Source: an optimization exercise on an open RTL-to-GDS flow (aim: small area, a short achievable clock period and few clock cycles per item). Production flows keep margins and buffers that such runs may drop.
In this exercise RTL edits were held to simulation tests only and were not proved equivalent to the original.

`flow/run.sh`:
```
#!/bin/bash
# synth_recipe.tcl (not shown) runs the flow's synth.tcl, then flattens the netlist and writes it again
# the make line also repeats each setting of config.mk as NAME=value (left out here)
make -C /OpenROAD-flow-scripts/flow DESIGN_CONFIG=/design/flow/config.mk WORK_HOME=/design/flow/orfs CLKGATE_MAP_FILE= SYNTH_SCRIPT=/design/flow/synth_recipe.tcl finish
```
`flow/design.v`:
```
module pixconv (
    input  wire        clk,
    input  wire        rst,
    input  wire        cfg_we,
    input  wire [3:0]  cfg_addr,
    input  wire [25:0] cfg_wdata,
    input  wire        in_valid,
    output wire        in_ready,
    input  wire        in_sof,
    input  wire        in_eol,
    input  wire [11:0] in_c0,
    input  wire [11:0] in_c1,
    input  wire [11:0] in_c2,
    output reg         out_valid,
    output reg  [11:0] out_c0,
    output reg  [11:0] out_c1,
    output reg  [11:0] out_c2,
    output wire [31:0] sig
);
    reg signed [17:0] m [0:8];
    reg signed [25:0] o [0:2];
    reg               bypass;
    reg        [1:0]  depth;
    integer i;
    always @(posedge clk) begin
        if (rst) begin
            for (i = 0; i < 9; i = i + 1) m[i] <= 18'sd0;
            for (i = 0; i < 3; i = i + 1) o[i] <= 26'sd0;
            bypass <= 1'b1;
            depth  <= 2'd0;
        end else if (cfg_we) begin
            if (cfg_addr < 4'd9)
                m[cfg_addr] <= cfg_wdata[17:0];
            else if (cfg_addr < 4'd12)
                o[cfg_addr - 4'd9] <= cfg_wdata;
            else if (cfg_addr == 4'd12) begin
                bypass <= cfg_wdata[0];
                depth  <= cfg_wdata[2:1];
            end
        end
    end
    reg [1:0] x_cnt, y_cnt;
    wire [1:0] px_x = in_sof ? 2'd0 : x_cnt;
    wire [1:0] px_y = in_sof ? 2'd0 : y_cnt;
    assign in_ready = 1'b1;
    wire accept = in_valid & in_ready;
    always @(posedge clk) begin
        if (rst) begin
            x_cnt <= 2'd0;
            y_cnt <= 2'd0;
        end else if (accept) begin
            if (in_eol) begin
                x_cnt <= 2'd0;
                y_cnt <= px_y + 2'd1;
            end else begin
                x_cnt <= px_x + 2'd1;
                y_cnt <= px_y;
            end
        end
    end
    reg        s1_valid;
    reg        s1_sof;
    reg [11:0] s1_v [0:2];
    reg [1:0]  s1_x, s1_y;
    always @(posedge clk) begin
        if (rst) begin
            s1_valid <= 1'b0;
        end else begin
            s1_valid <= accept;
        end
        if (accept) begin
            s1_sof  <= in_sof;
            s1_v[0] <= in_c0;
            s1_v[1] <= in_c1;
            s1_v[2] <= in_c2;
            s1_x    <= px_x;
            s1_y    <= px_y;
        end
    end
    function [11:0] mat_row;
        input signed [17:0] a0, a1, a2;
        input        [11:0] v0, v1, v2;
        input signed [25:0] off;
        reg signed [33:0] acc;
        reg signed [21:0] q;
        begin
            acc = a0 * $signed({1'b0, v0})
                + a1 * $signed({1'b0, v1})
                + a2 * $signed({1'b0, v2})
                + off + 34'sd2048;
            q = acc >>> 12;
            if (q < 0)
                mat_row = 12'd0;
            else if (q > 22'sd4095)
                mat_row = 12'd4095;
            else
                mat_row = q[11:0];
        end
    endfunction
    wire [11:0] conv [0:2];
    genvar r;
    generate
        for (r = 0; r < 3; r = r + 1) begin : g_row
            assign conv[r] = bypass ? s1_v[r]
                           : mat_row(m[3*r], m[3*r+1], m[3*r+2],
                                     s1_v[0], s1_v[1], s1_v[2], o[r]);
        end
    endgenerate
    function [3:0] bayer;
        input [1:0] x, y;
        begin
            case ({y, x})
                4'h0: bayer = 4'd0;  4'h1: bayer = 4'd8;  4'h2: bayer = 4'd2;  4'h3: bayer = 4'd10;
                4'h4: bayer = 4'd12; 4'h5: bayer = 4'd4;  4'h6: bayer = 4'd14; 4'h7: bayer = 4'd6;
                4'h8: bayer = 4'd3;  4'h9: bayer = 4'd11; 4'hA: bayer = 4'd1;  4'hB: bayer = 4'd9;
                4'hC: bayer = 4'd15; 4'hD: bayer = 4'd7;  4'hE: bayer = 4'd13; 4'hF: bayer = 4'd5;
                default: bayer = 4'd0;
            endcase
        end
    endfunction
    function [11:0] reduce;
        input [11:0] v;
        input [1:0]  dcode;
        input [3:0]  b;
        reg   [12:0] sum;
        reg   [5:0]  t;
        reg   [12:0] shifted;
        reg   [11:0] top;
        begin
            case (dcode)
                2'd0: begin t = 6'd0;             sum = {1'b0, v} + t; shifted = sum;      top = 12'hFFF; end
                2'd1: begin t = {4'd0, b[3:2]};   sum = {1'b0, v} + t; shifted = sum >> 2; top = 12'h3FF; end
                2'd2: begin t = {2'd0, b};        sum = {1'b0, v} + t; shifted = sum >> 4; top = 12'h0FF; end
                default: begin t = {b, 2'd0};     sum = {1'b0, v} + t; shifted = sum >> 6; top = 12'h03F; end
            endcase
            reduce = (shifted > {1'b0, top}) ? top : shifted[11:0];
        end
    endfunction
    wire [3:0]  dith = bayer(s1_x, s1_y);
    wire [11:0] red0 = reduce(conv[0], depth, dith);
    wire [11:0] red1 = reduce(conv[1], depth, dith);
    wire [11:0] red2 = reduce(conv[2], depth, dith);
    function [31:0] crc48;
        input [31:0] c;
        input [47:0] d;
        integer k;
        reg [31:0] n;
        begin
            n = c;
            for (k = 0; k < 48; k = k + 1)
                n = (n >> 1) ^ ((n[0] ^ d[k]) ? 32'h82F63B78 : 32'h0);
            crc48 = n;
        end
    endfunction
    reg [31:0] crc;
    wire [31:0] crc_base = s1_sof ? 32'hFFFFFFFF : crc;
    always @(posedge clk) begin
        if (rst) begin
            out_valid <= 1'b0;
            crc       <= 32'hFFFFFFFF;
        end else begin
            out_valid <= s1_valid;
            if (s1_valid)
                crc <= crc48(crc_base, {4'd0, red2, 4'd0, red1, 4'd0, red0});
        end
        if (s1_valid) begin
            out_c0 <= red0;
            out_c1 <= red1;
            out_c2 <= red2;
        end
    end
    assign sig = ~crc;
endmodule
```
`flow/config.mk`:
```
export PLATFORM = sky130hd
export DESIGN_NAME = pixconv
export DESIGN_NICKNAME = pixconv
export VERILOG_FILES = /design/flow/design.v
export SDC_FILE = /design/flow/constraint.sdc
export NUM_CORES = 4
export LEC_CHECK = 0
export CAP_MARGIN = 20
export CORE_MARGIN = 2
export CORE_UTILIZATION = 40
export PLACE_DENSITY = 0.6
export SLEW_MARGIN = 20
```
`flow/constraint.sdc`:
```
create_clock -name core_clock -period 18.0 [get_ports {clk}]
set_input_delay 3.6000 -clock core_clock [delete_from_list [all_inputs] [get_ports {clk}]]
set_output_delay 3.6000 -clock core_clock [all_outputs]
set_load 0.01 [all_outputs]
```
==> impl_metrics.json <==
{
  "status": "no timing/DRC/antenna violations",
  "fp-row-count": 185,
  "crit_path_max_incr_delay_ns": 0.79,
  "avgSynthCellArea_sq_um": 9.81,
  "synth_area_sq_um": 102000,
  "synthTopCellsByArea": "fa_1 (45%), edfxtp_1 (9.3%), inv_1 (9.2%), ha_1 (7.5%), and2_1 (7.5%)",
  "clockBufferDepth": 3,
  "synthTopCellsByCount": "inv_1 (2506), fa_1 (2286), and2_1 (1218)",
  "fin_crit_sh_pct": 96.3,
  "synth_ff_type": "edfxtp_1",
  "rsz0062_at_grt": "no",
  "cts_tree": "yes",
  "hold-path-cell-count": 2,
  "routed_wirelength_microns": 335000,
  "rrSetupSlack_ns": 0.67,
  "required_ns": 18.64,
  "chipHeight_microns": 509,
  "place_area_sq_um": 109000,
  "core_area_sq_um": 254000,
  "nets": 13577,
  "r2r_start": "s1_v[1][2]",
  "grt_overflow": 0,
  "tightest_slew_ns": 1.25,
  "worst_slack_ns": 0.671,
  "dp_hpwl_microns": 280000,
  "dieWidth_microns": 509,
  "clkSinkCount": 362,
  "setup_viol": 0,
  "rr_worst_depth": 61,
  "crit_slowest_cell": "fa_2",
  "grtUsageTotal_pct": 26.5,
  "start_kind": "flop",
  "cap_violations": 0,
  "fin_area_sq_um": 112000,
  "syn_nets": 13386,
  "io_buffers": 140,
  "slew_headroom_pct": 15.7,
  "cts_max_level": 2,
  "reg2reg_to": "crc[8]",
  "worstSetupPathType": "reg2reg",
  "drt_first_pass_iters": 6,
  "synth_edf_count": 317,
  "die-area_sq_um": 259000,
  "synthArstFlopShare_pct": 0,
  "hold_buffers": 0,
  "cp-end-kind": "flop",
  "finalWeightedCongestion": 0.984,
  "area_delta_synth_final_pct": 10.1,
  "dp_worst_setup_slack_ns": -0.506,
  "grt_max_degree": 89,
  "yosysUniqueCellTypes": 119,
  "viasPerCell": 5.18,
  "path_max_fanout": 9,
  "yosysTopAreaCell": "fa_1",
  "pin_count": 142,
  "yosysWarningCount": 2,
  "yosysTopAreaCellShare_pct": 44.8,
  "path_clk_slew_ns": 0.07,
  "timing_hold_violations_final": 0,
  "drive_gt1_share_pct": 7.70,
  "grt_pass1_vias": 80161,
  "clk_latency_ns": 0.77,
  "syn_inst": 10413,
  "grt_pass1_wl_microns": 510000,
  "drtIter0Drc": 5410,
  "cts_buffers": 54,
  "synth-seq-area-share_pct": 10.2,
  "min_to": "y_cnt[1]",
  "ys_ff_latch": 362,
  "layout_min_cycle_time_ns": 17.33,
  "slew_violations": 0,
  "final_util_pct": 44.3,
  "start_util_pct": 40.2,
  "hp-start": "y_cnt[1]",
  "drc": 0,
  "wl_per_cell_microns": 23.8,
  "drtAntennaViolNets": 0,
  "root_buffer": "clkbuf_16",
  "hold_path.class": "reg2reg",
  "synth_most_common_cell": "inv_1",
  "critical_path_arrival_ns": 17.97,
  "fin_worst_skew_ns": 0.0579,
  "fmaxAchievable_ghz": 0.0577,
  "vias": 72866,
  "antenna_found_initial": 47
}
## per-stage QoR
step	TNS [ns]	std cells	hold WS [ns]
CTS	0	13968	0.485
global placement	-5.21	13859	0.467
floorplan	0	10413	0.454
global route	0	14019	0.514
detailed placement	-7.70	13860	0.477
finish	0	14056	0.486
## routing by layer
metal | wire length, microns | global-route usage [%] | up-vias
met2 | 161000 | 44.1 | 2853
met5 | 54 | 0 | -
met4 | 16300 | 11.4 | 8
met1 | 131000 | 33.9 | 38113
li1 | - | - | 31301
met3 | 26900 | 4.75 | 591
## cell families after synthesis
group,after synthesis,share of synthesized area [%]
adder cells (fa/ha/maj),2901,52.3
AO/OA/AOI/OAI,689,4.83
AND/OR/NAND/NOR,2828,14.1
other,1,0.00367
XOR/XNOR,602,7.18
flip-flops,362,10.2
multiplexers,29,0.314
buffers and inverters,3001,11.1
## worst max-delay path by stage
stage                     slack, ns       start       to  cells past startpoint
after floorplan                1.25  s1_v[0][3]   crc[4]                     60
after global placement        -0.40  s1_v[0][5]  crc[19]                     57
after detailed placement      -0.51  s1_v[0][5]  crc[19]                     58
after CTS                     0.002  s1_v[1][2]  crc[19]                     50
after global routing          0.004  s1_v[1][2]   crc[2]                     60
final                          0.67  s1_v[1][2]   crc[8]                     61
## placed cells by master (no fill, tap or decap), drive strengths merged, types with 93 or more instances in the layout
master | netlist | final
a21oi | 154 | 154
and2 | 1218 | 1218
buf | 21 | 497
clkdlybuf4s50 | 0 | 127
edfxtp | 317 | 317
fa | 2286 | 2286
ha | 615 | 615
inv | 2506 | 2512
nand2 | 1160 | 1160
nor2 | 181 | 181
o21ai | 127 | 127
xnor2 | 375 | 375
xnor3 | 93 | 93
xor2 | 115 | 115
## what timing repair did
action | CTS | global route
pin swaps | 0 | 7
buffers inserted | 6 | 46
setup endpoints to repair | 27 | 31
gates resized for setup | 3 | 118
gates cloned | 0 | 2
## final cells by class
| cell class | count | area [sq um] |
|---|---|---|
| Antenna cell | 40 | 100 |
| Clock buffer | 69 | 1510 |
| Clock inverter | 33 | 392 |
| Fill cell | 24250 | 141000 |
| Inverter | 2509 | 9420 |
| Multi-Input combinational cell | 7050 | 80900 |
| Sequential cell | 362 | 10400 |
| Tap cell | 3366 | 4210 |
| Timing Repair Buffer | 627 | 5530 |
## sequential cells by signal (all words and copies together), names as in the netlist
name       flops
dith           4
x_cnt          2
s1_sof         1
y_cnt          2
crc           32
out_c0        12
s1_x           2
s1_valid       1
out_c2        12
m            162
depth          2
out_valid      1
bypass         1
s1_v          36
o             78
out_c1        12
s1_y           2
## worst max-delay path, delay by kind of cell (launching register included)
kind | cells | cell delay [ns]
AOI/OAI and AO/OA | 17 | 3.91
xor gates and xnor gates | 18 | 5.20
adders and majority gates | 11 | 5.43
buffers and inverters | 11 | 1.55
DFF | 1 | 0.32
and+or+nand+nor | 4 | 0.77
Testbench counts, summed over its fixed seeds: cycles 10,139, items 10,123.

what the ideal ports hide:
How much do the figures lean on ideal ports? The routed layout below was timed once more, with nothing changed but the port constraints.
Step 1, drivers: a clkbuf_16 drives clk and a buf_2 each remaining input, both assumed.
Step 2 moves the port delays by t, midway between the first and last clock arrival at a register: inputs arrive t later, outputs are due t later. That takes back most of the time a late clock gives input paths.
Slacks: ideal / step 1 / step 2; pairs: ideal / step 1.
t, ns: 0.827
setup slack, ns: 0.671 / 0.671 / 0.671
worst register clock-pin slew, ns: 0.08 / 0.08
After both steps this run still meets setup and hold. For this run, drivers alone change the setup slack by 0.000 ns; drivers and shift together by 0.000 ns.
